Source: an optimization exercise on an open RTL-to-GDS flow (aim: small area and a short achievable clock period). Production flows keep margins and buffers that such runs may drop. In this exercise RTL edits were held to simulation tests only and were not proved equivalent to the original. No driver is modelled on the clock port, so clocking that relies on it looks cheaper here than on a real chip.

==> flow/design.v (excerpt) <==
module fp8_dot_acc (
    input  wire         clk,
    input  wire         rst,           
    input  wire         in_valid,
    input  wire         in_fmt_a,      
    input  wire         in_fmt_b,
    input  wire         in_accumulate,
    input  wire [127:0] in_a,
    input  wire [127:0] in_b,
    output reg          out_valid,
    output reg  [31:0]  out_acc,
    output reg          out_nan_in,
    output reg          out_acc_inf
);
    localparam N = 16;
    reg         v0, fa0, fb0, ac0;
    reg [127:0] a0, b0;
    always @(posedge clk) begin
        v0  <= in_valid & ~rst;
        fa0 <= in_fmt_a;
        fb0 <= in_fmt_b;
        ac0 <= in_accumulate;
        a0  <= in_a;
        b0  <= in_b;
    end
    wire [45:0] sum;
    wire [6:0]  emax;
    wire        g_nan, g_inf, g_neg, nan_in;
    fp8_group_add #(.N(N)) u_gadd (
        .fmt_a(fa0), .fmt_b(fb0), .a(a0), .b(b0),
        .sum(sum), .emax(emax), .g_nan(g_nan), .g_inf(g_inf), .g_neg(g_neg), .nan_in(nan_in)
    );
    reg         v1, ac1, gn1, gi1, gs1, ni1;
    reg [45:0]  sum1;
    reg [6:0]   emax1;
    always @(posedge clk) begin
        v1    <= v0 & ~rst;
        ac1   <= ac0;
        gn1   <= g_nan;
        gi1   <= g_inf;
        gs1   <= g_neg;
        ni1   <= nan_in;
        sum1  <= sum;
        emax1 <= emax;
    end
    wire [31:0] g;
  ...
Size: ~10000 cells after synthesis, about 300 I/O pins, about 0.070 mm2 of cells after synthesis.
clock: 150.0 ns
lec_check: 0
abc_area: 1
cap_margin: 20
core_margin: 2
core_utilization: 65
cts_cluster_diameter: 120
cts_cluster_size: 24
place_density: 0.72
setup_slack_margin: 5
slew_margin: 20
standard.sh (not shown) runs the stock make flow with config.mk's settings and CLKGATE_MAP_FILE= SYNTH_SCRIPT=/design/flow/synth_recipe.tcl, a recipe that flattens the netlist after the stock synthesis.
==> flow/flow/run.sh <==
#!/bin/bash
# Own layout flow. It is the standard layout (standard.sh) with these
# changes to how the layout is made; the clock period and constraints are
# the standard flow's:
#  1. Synthesis: the standard synthesis script with Yosys's "synth -noabc",
#     so that the early ABC pass of synth's fine step does not restructure
#     the adders before extract_fa; otherwise ABC's XNOR/inverted-majority
#     choices leave an inverter on most full-adder pins. The standard
#     synthesis is run too, and its register instance names are given to
#     this netlist's registers (fixregs.py; the registers, their count and
#     cell types are the same). If they do not pair up, the standard netlist
#     is used.
#  2. The port buffers are sky130_fd_sc_hd__buf_1 cells (buffer_ports' own
#     choice is a slow clkdlybuf4s50 delay cell).
# Logs: flow_*.log here, and ORFS's own logs under orfs/logs.
set -euo pipefail
W=$PWD
F=$W/flow
MARGIN=${MARGIN:-5}
RES=$W/orfs/results/$FLOW_PLATFORM/fp8_dot_acc/base
export BUFFER_PORTS_ARGS="-buffer_cell sky130_fd_sc_hd__buf_1"

# standard.sh with this flow's setup slack margin
sed -e "s/SETUP_SLACK_MARGIN=[0-9.]*//" \
    -e "s/\"\${@:-finish}\"/SETUP_SLACK_MARGIN=$MARGIN \"\${@:-finish}\"/" \
    standard.sh > flow_standard.sh

# 1. the standard synthesis (reference register names)
bash flow_standard.sh synth > flow_synth_standard.log 2>&1
cp "$RES/1_2_yosys.v" flow_standard_netlist.v

# the same synthesis without the early ABC pass, in its own work folder
sed -e 's/yosys synth -nofsm -noshare /yosys synth -nofsm -noshare -noabc /' synth_recipe.tcl > flow_synth_noabc.tcl
grep -q -- '-noabc' flow_synth_noabc.tcl
sed -e "s#WORK_HOME=[^ ]*#WORK_HOME=$W/orfs_noabc#" \
    -e "s#SYNTH_SCRIPT=[^ ]*#SYNTH_SCRIPT=$W/flow_synth_noabc.tcl#" \
    -e '/^if \[\[/,$d' flow_standard.sh > flow_noabc.sh
NOABC=$W/orfs_noabc/results/$FLOW_PLATFORM/fp8_dot_acc/base/1_2_yosys.v
if bash flow_noabc.sh synth > flow_synth_noabc.log 2>&1 &&
   python3 "$F/fixregs.py" flow_standard_netlist.v "$NOABC" flow_noabc_netlist.v > flow_fixregs.log 2>&1; then
    cp flow_noabc_netlist.v "$RES/1_2_yosys.v"
    echo "using the -noabc netlist" >> flow_fixregs.log
else
    echo "using the standard netlist" >> flow_fixregs.log
fi

# 2. the rest of the standard flow (1_synth.odb is rebuilt from 1_2_yosys.v)
bash flow_standard.sh > flow_layout.log 2>&1
Other scripts of this flow, unchanged in this note and not shown: flow/flow/fixregs.py
The baseline finished with timing, DRC and antenna clean.
Edit:
--- a/flow/flow/run.sh
+++ b/flow/flow/run.sh
@@ -14,3 +14,2 @@
 #     choice is a slow clkdlybuf4s50 delay cell).
-# Logs: flow_*.log here, and ORFS's own logs under orfs/logs.
 set -euo pipefail
@@ -46,3 +45,11 @@
 
-# 2. the rest of the standard flow (1_synth.odb is rebuilt from 1_2_yosys.v)
+# 2. the standard flow up to CTS (1_synth.odb is rebuilt from 1_2_yosys.v)
+bash flow_standard.sh cts > flow_layout_cts.log 2>&1
+
+# 3. the clock port drives the first tree level directly
+CTS_DB=$RES/4_1_cts.odb CLOCK_PORT=clk openroad -no_init -exit "$F/unroot.tcl" > flow_unroot.log 2>&1
+cp "$RES/4_1_cts.odb" "$RES/4_cts.odb"
+touch "$RES/4_cts.sdc"
+
+# 4. the rest of the standard flow
 bash flow_standard.sh > flow_layout.log 2>&1
==> flow/flow/unroot.tcl (new file) <==
set db_file $::env(CTS_DB)
read_db $db_file
set block [ord::get_db_block]
set port_net [$block findNet $::env(CLOCK_PORT)]
set loads [$port_net getITerms]
if {[llength $loads] != 1} {
  puts "unroot: clock port has [llength $loads] loads, nothing done"
  exit 0
}
set root [[lindex $loads 0] getInst]
set master [[$root getMaster] getName]
if {![string match "sky130_fd_sc_hd__clkbuf_*" $master]} {
  puts "unroot: root is $master, nothing done"
  exit 0
}
set out_net ""
foreach it [$root getITerms] {
  if {[$it isOutputSignal]} { set out_net [$it getNet] }
}
set sinks {}
foreach it [$out_net getITerms] {
  if {[$it getInst] != $root} { lappend sinks $it }
}
if {[llength $sinks] > 4 || [llength [$out_net getBTerms]] > 0} {
  puts "unroot: root drives [llength $sinks] pins, nothing done"
  exit 0
}
puts "unroot: removing [$root getName] ($master), port drives [llength $sinks] pins"
foreach it $sinks {
  $it disconnect
  $it connect $port_net
}
odb::dbInst_destroy $root
odb::dbNet_destroy $out_net
write_db $db_file
Result: Setup slack gets better by 0.15 ns; via count falls slightly; register-to-register slack degrades by 0.04 ns; routed wire length shrinks slightly; synthesized cell count does not change; core utilization hardly moves.
Edit:
--- a/flow/flow/run.sh
+++ b/flow/flow/run.sh
@@ -7,3 +7,5 @@
 #     the adders before extract_fa; otherwise ABC's XNOR/inverted-majority
-#     choices leave an inverter on most full-adder pins. The standard
+#     choices leave an inverter on most full-adder pins. The final ABC
+#     mapping uses abc_area.script here (area-oriented mapping, map -a,
+#     with structural choices) in place of ORFS's abc_area.script. The standard
 #     synthesis is run too, and its register instance names are given to
@@ -31,3 +33,5 @@
 # the same synthesis without the early ABC pass, in its own work folder
-sed -e 's/yosys synth -nofsm -noshare /yosys synth -nofsm -noshare -noabc /' synth_recipe.tcl > flow_synth_noabc.tcl
+sed -e 's/yosys synth -nofsm -noshare /yosys synth -nofsm -noshare -noabc /' \
+    -e "1a proc abc {args} { set i [lsearch \$args -script]; if {\$i >= 0} { lset args [expr {\$i + 1}] $F/abc_area.script }; yosys abc {*}\$args }" \
+    synth_recipe.tcl > flow_synth_noabc.tcl
 grep -q -- '-noabc' flow_synth_noabc.tcl
==> flow/flow/abc_area.script (new file) <==
strash
dch -f
map -a
strash
dch -f
map -a
topo
stime -c
dnsize -c
Worst hold slack barely changes.
Final cell count decreases by 9.3%.
Global-route usage increases by 1.3 points.
Setup slack gets worse by 1.8 ns.
Register-to-register slack gets worse by 3.9 ns.
Final area decreases by 3.9%.
Critical path depth increases by 143.
Clock skew decreases by 0.0045 ns.

==> re-timing with driven ports <==
No port has a modelled driver above. Below, the same layouts with a new extraction and two added sets of constraints.
Step 1 sets driving cells, clkbuf_16 on the clock port and buf_2 on the other inputs (assumed; they add their load-dependent delay and slew).
Step 2, shift: input delay + t, output delay - t, t = (earliest + latest rising clock arrival at the registers) / 2. This alone moves slack from input paths to output paths.
a / b / c = ideal ports / drivers / drivers and shift; a / b = the first two.
run | t (ns) | slack for setup (ns) | worst slew at a driven data input, ns
the first run | 0.699 | 118.812 / 118.735 / 119.434 | 0.04
the second run | 0.572 | 118.958 / 118.859 / 119.430 | 0.04
the third run | 0.612 | 117.183 / 117.183 / 117.183 | 0.07
After both steps setup and hold are still met in every run listed.
